This design comes from an exercise in tuning for small area on the open sky130 flow, not from production work.
In this exercise RTL edits were held to simulation tests only and were not proved equivalent to the original.
Power and IR drop assume default switching activity.

==> flow/design.v (excerpt) <==
module ps_channel (
    input  wire        clk,
    input  wire        rst,
    input  wire        a_in,
    input  wire        b_in,
    input  wire        z_in,
    input  wire [7:0]  cfg_filt,
    input  wire        cfg_mode,       
    input  wire        cfg_inv,
    input  wire [1:0]  cfg_z_mode,
    input  wire        cfg_z_inv,
    input  wire        cfg_home_req,
    input  wire [23:0] cfg_cpr_m1,
    input  wire [7:0]  cfg_still,      
    input  wire [23:0] cfg_z_tol,
    input  wire        cmd_set_pos,
    input  wire [23:0] preset_pos,
    input  wire [31:0] preset_rev,
    input  wire        cmd_arm_z,
    input  wire        cmp_wr,
    input  wire        cmp_wr_en,
    input  wire        cmp_wr_repeat,
    input  wire [1:0]  cmp_wr_cdir,
    input  wire [23:0] cmp_wr_value,
    input  wire        snap,
    output reg  [23:0] pos,
    output reg  [31:0] rev,
    output reg         dir,            
    output reg         homed,
    output wire        moving,
    output wire [4:0]  cond,           
    output reg  [23:0] zcap,
    output wire [31:0] zerr,
    output reg         cmp_en,
    output reg         cmp_fire,
    output reg         cmp_fire_dir,
    output reg  [47:0] cmp_time,
    output reg         cmd_err,
    output wire        snap_valid,
    output reg  [23:0] snap_pos,
    output reg  [31:0] snap_rev,
    output reg         snap_dir,
    output reg         snap_homed,
    output reg         snap_moving,
    output wire [31:0] snap_speed,     
    output wire [31:0] snap_rpm,       
    output wire        snap_range
);
make LEC_CHECK=0 ABC_AREA=1 CAP_MARGIN=5 CORE_MARGIN=2 CORE_UTILIZATION=72 CTS_BUF_LIST=sky130_fd_sc_hd__clkbuf_8 CTS_CLUSTER_DIAMETER=50 CTS_CLUSTER_SIZE=20 GPL_TIMING_DRIVEN=0 SLEW_MARGIN=5 finish   # period 20.0 ns
run.sh (not shown) runs the stock make flow with config.mk's settings and CLKGATE_MAP_FILE= SYNTH_SCRIPT=/design/flow/synth_recipe.tcl, a recipe that flattens the netlist after the stock synthesis.
Rerun with:
==> flow/flow/run.sh (new file) <==
#!/bin/bash
# The standard layout (the standard.sh, standard synthesis unchanged) with
# three ORFS settings changed:
#  - every input and output port is still buffered, with the smallest buffer
#    cell (sky130_fd_sc_hd__buf_1) instead of the one buffer_ports picks;
#  - the buffers ABC inserted are removed at floorplan (REMOVE_ABC_BUFFERS),
#    and repair_design re-buffers only where slew or capacitance need it;
#  - global placement is not timing-driven (no extra placement buffers).
set -euo pipefail
bash standard.sh \
  "BUFFER_PORTS_ARGS=-buffer_cell sky130_fd_sc_hd__buf_1" \
  REMOVE_ABC_BUFFERS=1 \
  GPL_TIMING_DRIVEN=0 \
  finish > standard_flow.log 2>&1
==> flow/standard.sh (new file) <==
#!/bin/bash
# synth_recipe.tcl (not shown) runs the flow's synth.tcl, then flattens the netlist and writes it again
# the make line also repeats each setting of config.mk as NAME=value (left out here)
make -C /OpenROAD-flow-scripts/flow DESIGN_CONFIG=/design/flow/config.mk WORK_HOME=/design/flow/orfs CLKGATE_MAP_FILE= SYNTH_SCRIPT=/design/flow/synth_recipe.tcl "${@:-finish}"
- CAP_MARGIN: 5 -> 20
- CORE_UTILIZATION: 72 -> 60
- SLEW_MARGIN: 5 -> 20
removed: flow/run.sh
=> Design area shrinks by 7.6%. Worst setup slack gains 250 ps. Utilization goes down by 21 points. Area after synthesis stays the same.
Rerun with:
- CAP_MARGIN: 20 -> 5
- CORE_UTILIZATION: 60 -> 72
- SLEW_MARGIN: 20 -> 5
Via count rose by 3.7%; global-route usage came out higher by 7.8 points; worst setup slack got worse by 130 ps; clock skew decreases by 14 ps; synthesized area is unchanged; clock-buffer cell count went down by 12; routed wire length came out higher by 3.2%; hold slack stays flat.
Rerun with:
- CORE_UTILIZATION: 72 -> 60
Total power grows by 3.2%.
Critical path depth grows by 23.
Non-clock buffer count grows by 3.
Routed wire length shrinks by 2.5%.
Utilization shrinks by 13 points.
Area after synthesis is unchanged.


main:
Another version of the RTL of ps_channel (not shown whole).
Size in the first run: ~3,800 cells after synthesis, ~460 I/O pins, ~31,000 sq um of cells after synthesis.
==> flow/config.mk <==
export PLATFORM = sky130hd
export DESIGN_NAME = ps_channel
export DESIGN_NICKNAME = ps_channel
export VERILOG_FILES = /design/flow/design.v
export SDC_FILE = /design/flow/constraint.sdc
export NUM_CORES = 4
export LEC_CHECK = 0
export ABC_AREA = 1
export CAP_MARGIN = 20
export CORE_MARGIN = 2
export CORE_UTILIZATION = 60
export CTS_BUF_LIST = sky130_fd_sc_hd__clkbuf_8
export CTS_CLUSTER_DIAMETER = 50
export CTS_CLUSTER_SIZE = 20
export GPL_TIMING_DRIVEN = 0
export SETUP_SLACK_MARGIN = 0.3
export SLEW_MARGIN = 20
==> flow/constraint.sdc <==
create_clock -name core_clock -period 20.0 [get_ports {clk}]
set_input_delay 4.0000 -clock core_clock [delete_from_list [all_inputs] [get_ports {clk}]]
set_output_delay 4.0000 -clock core_clock [all_outputs]
set_load 0.01 [all_outputs]
standard.sh (not shown) runs the stock make flow with config.mk's settings and CLKGATE_MAP_FILE= SYNTH_SCRIPT=/design/flow/synth_recipe.tcl, a recipe that flattens the netlist after the stock synthesis.
==> flow/flow/run.sh <==
#!/bin/bash
# The standard layout (the standard.sh, standard synthesis unchanged) with
# three ORFS settings changed:
#  - every input and output port is still buffered, with the smallest buffer
#    cell (sky130_fd_sc_hd__buf_1) instead of the one buffer_ports picks;
#  - the buffers ABC inserted are removed at floorplan (REMOVE_ABC_BUFFERS),
#    and repair_design re-buffers only where slew or capacitance need it;
#  - global placement is not timing-driven (no extra placement buffers).
set -euo pipefail
bash standard.sh \
  "BUFFER_PORTS_ARGS=-buffer_cell sky130_fd_sc_hd__buf_1" \
  REMOVE_ABC_BUFFERS=1 \
  GPL_TIMING_DRIVEN=0 \
  finish > standard_flow.log 2>&1
### main -> the feature branch
- SETUP_SLACK_MARGIN no longer set, was 0.3
==> flow/run.sh (new file) <==
#!/bin/bash
# synth_recipe.tcl (not shown) runs the flow's synth.tcl, then flattens the netlist and writes it again
# the make line also repeats each setting of config.mk as NAME=value (left out here)
make -C /OpenROAD-flow-scripts/flow DESIGN_CONFIG=/design/flow/config.mk WORK_HOME=/design/flow/orfs CLKGATE_MAP_FILE= SYNTH_SCRIPT=/design/flow/synth_recipe.tcl finish
removed: flow/flow/run.sh
removed: flow/standard.sh
From main to the feature branch the numbers moved as follows: global-route usage +2.8 points, register-to-register slack now sits higher, routed wire length up 9.0%, sequential group share of total power saw an increase.
The feature branch -> main: number of cells traversed by the worst hold path delta 0, exact match
The feature branch against main: internal portion of total power ~0 delta; highest attainable clock frequency -1.7%; total power -0.028 mW; instance count after placement with tap cells included +3.3%.


== v32 ==
RTL: one of the versions met above, not the one the previous note started from.
For scale: roughly 3700 cells after synthesis, about 460 I/O pins, ~0.031 mm^2 of cells after synthesis.
clock: 20.0 ns
lec_check: 0
abc_area: 1
cap_margin: 5
core_margin: 2
core_utilization: 72
cts_buf_list: sky130_fd_sc_hd__clkbuf_8
cts_cluster_diameter: 40
cts_cluster_size: 16
gpl_timing_driven: 0
slew_margin: 5
==> flow/flow/run.sh <==
#!/bin/bash
# The standard layout (the standard.sh, standard synthesis unchanged) with
# three ORFS settings changed:
#  - every input and output port is still buffered, with the smallest buffer
#    cell (sky130_fd_sc_hd__buf_1) instead of the one buffer_ports picks;
#  - the buffers ABC inserted are removed at floorplan (REMOVE_ABC_BUFFERS),
#    and repair_design re-buffers only where slew or capacitance need it;
#  - global placement is not timing-driven (no extra placement buffers).
set -euo pipefail
bash standard.sh \
  "BUFFER_PORTS_ARGS=-buffer_cell sky130_fd_sc_hd__buf_1" \
  REMOVE_ABC_BUFFERS=1 \
  GPL_TIMING_DRIVEN=0 \
  finish > standard_flow.log 2>&1
Changes in v53 relative to v32:
Settings: changing CTS_CLUSTER_SIZE from 16 to 20; changing CTS_CLUSTER_DIAMETER from 40 to 45.
[summary]
Higher maximum level of the CTS H-tree among v32 and v53: v32. Summary of v53 over v32: total of fill cells in the finished design picked up an extra 3.6%, number of cells on the critical path lost 13%, combinational power shows a reduction of about 1%. Comparing v32 and v53, net switching share of the total power is higher on v32. Diff v32 -> v53: period utilization held steady; data arrival time of the critical path grew by 0.04 ns; multi-input gate share of the layout cell area grew by 0.31 points.
#### Input delta (v55 over v53)
Settings: CTS_CLUSTER_DIAMETER changed from 45 to 50; CAP_MARGIN changed from 5 to 20; SLEW_MARGIN changed from 5 to 20.
==> comparison <==
- Number of buffers outside the clock class in the layout: v55 higher than v53
- Summary: final wirelength, v55 better than v53
- Diff v53 -> v55: critical path depth went up 25, relative contribution of combinational cells to total power went up 1.2 points, setup slack of the critical path after layout went up 0.071 ns.
#### Input delta (v12 over v55)
Settings: CAP_MARGIN: 20 -> 5; CORE_UTILIZATION: 72 -> 67; SLEW_MARGIN: 20 -> 5.
### Flow results
- There was hardly any difference in maximum clock frequency between v55 and v12.
- v12 vs v55, critical path depth went down by 26.
- v12 ended up with a lower count of vias placed by the detailed router than v55 did.


ps_channel, a different RTL version from the one above (not shown whole).
Size: roughly 4000 cells after synthesis, roughly 0.032 sq mm of cells after synthesis.
// ps_channel
module ps_channel (
    input  wire        clk,
    input  wire        rst,
    input  wire        a_in,
    input  wire        b_in,
    input  wire        z_in,
    input  wire [7:0]  cfg_filt,
    input  wire        cfg_mode,       
    input  wire        cfg_inv,
    input  wire [1:0]  cfg_z_mode,
    input  wire        cfg_z_inv,
    input  wire        cfg_home_req,
    input  wire [23:0] cfg_cpr_m1,
    input  wire [7:0]  cfg_still,      
    input  wire [23:0] cfg_z_tol,
    input  wire        cmd_set_pos,
    input  wire [23:0] preset_pos,
    input  wire [31:0] preset_rev,
    input  wire        cmd_arm_z,
    input  wire        cmp_wr,
    input  wire        cmp_wr_en,
    input  wire        cmp_wr_repeat,
    input  wire [1:0]  cmp_wr_cdir,
    input  wire [23:0] cmp_wr_value,
    input  wire        snap,
    output reg  [23:0] pos,
    output reg  [31:0] rev,
    output reg         dir,            
    output reg         homed,
    output wire        moving,
    output wire [4:0]  cond,           
    output reg  [23:0] zcap,
    output wire [31:0] zerr,
    output reg         cmp_en,
    output reg         cmp_fire,
    output reg         cmp_fire_dir,
    output reg  [47:0] cmp_time,
    output reg         cmd_err,
    output wire        snap_valid,
    output reg  [23:0] snap_pos,
    output reg  [31:0] snap_rev,
    output reg         snap_dir,
    output reg         snap_homed,
    output reg         snap_moving,
    output wire [31:0] snap_speed,     
    output wire [31:0] snap_rpm,       
    output wire        snap_range
);
Settings: LEC_CHECK=0, ABC_AREA=1, CAP_MARGIN=20, CORE_MARGIN=2, CORE_UTILIZATION=60, SLEW_MARGIN=20; clock period 20.0 ns.
run.sh (not shown) runs the stock make flow with config.mk's settings and CLKGATE_MAP_FILE= SYNTH_SCRIPT=/design/flow/synth_recipe.tcl, a recipe that flattens the netlist after the stock synthesis.
Stock flow here: none of the scripts above is used.
Change:
--- a/flow/config.mk
+++ b/flow/config.mk
@@ -11,0 +12,2 @@
+export CTS_BUF_LIST = sky130_fd_sc_hd__clkbuf_4
+export GPL_TIMING_DRIVEN = 0
Clock power falls by about 5%.
Wire length rose by 1.5%.
Synthesized area stays the same.
Via count rose by 2.2%.
Global-route usage goes up by 0.69 points.
Register-to-register slack is worse by 0.55 ns.
Total power goes down by 3.5%.
Final area goes down by 1.8%.
Sequential power hardly moves.
Count of clock-buffer cells in the layout came out higher by 141.
Clock skew rises by 0.020 ns.

re-timing with driven ports:
No port has a modelled driver above. Below, the same layouts with a new extraction and two added sets of constraints. Step 1 (the two cells are an assumption about what drives the block):
set clk [get_ports {clk}]
set_driving_cell -lib_cell sky130_fd_sc_hd__clkbuf_16 $clk
set_driving_cell -lib_cell sky130_fd_sc_hd__buf_2 [delete_from_list [all_inputs] $clk]
Step 2 also shifts input and output timing later by t, the mid clock arrival at the registers, as if the neighbouring blocks saw the same clock. a / b / c = no drivers / after step 1 / after step 2; a / b = the first two.
| run | t, ns | setup WS [ns] | cell pins on the clock port's net |
|---|---|---|---|
| the first run of note 1 | 0.759 | 0.721 / 0.747 / -0.012 | 1 |
| the second run of note 1 | 0.756 | 0.970 / 0.964 / 0.208 | 1 |
| the third run of note 1 | 0.729 | 0.838 / 0.819 / 0.090 | 1 |
| the fourth run of note 1 | 0.755 | 1.133 / 1.140 / 0.385 | 1 |
| main | 0.766 | 1.224 / 1.274 / 0.508 | 1 |
| the feature branch | 0.736 | 0.897 / 0.921 / 0.185 | 1 |
| v32 | 0.720 | 0.878 / 0.868 / 0.148 | 1 |
| v53 | 0.738 | 0.876 / 0.856 / 0.118 | 1 |
| v55 | 0.728 | 0.947 / 0.926 / 0.198 | 1 |
| v12 | 0.726 | 0.938 / 0.930 / 0.204 | 1 |
| the first run of note 4 | 0.695 | 0.461 / 0.486 / -0.209 | 1 |
| the second run of note 4 | 1.075 | 0.354 / 0.373 / -0.701 | 1 |
Met with ideal ports but missed after step 2: setup timing in the first run of note 1, the first run of note 4 and the second run of note 4. The setup slack of the second run of note 4, which loses most, moves by +0.019 ns with the drivers and by -1.055 ns with both steps.
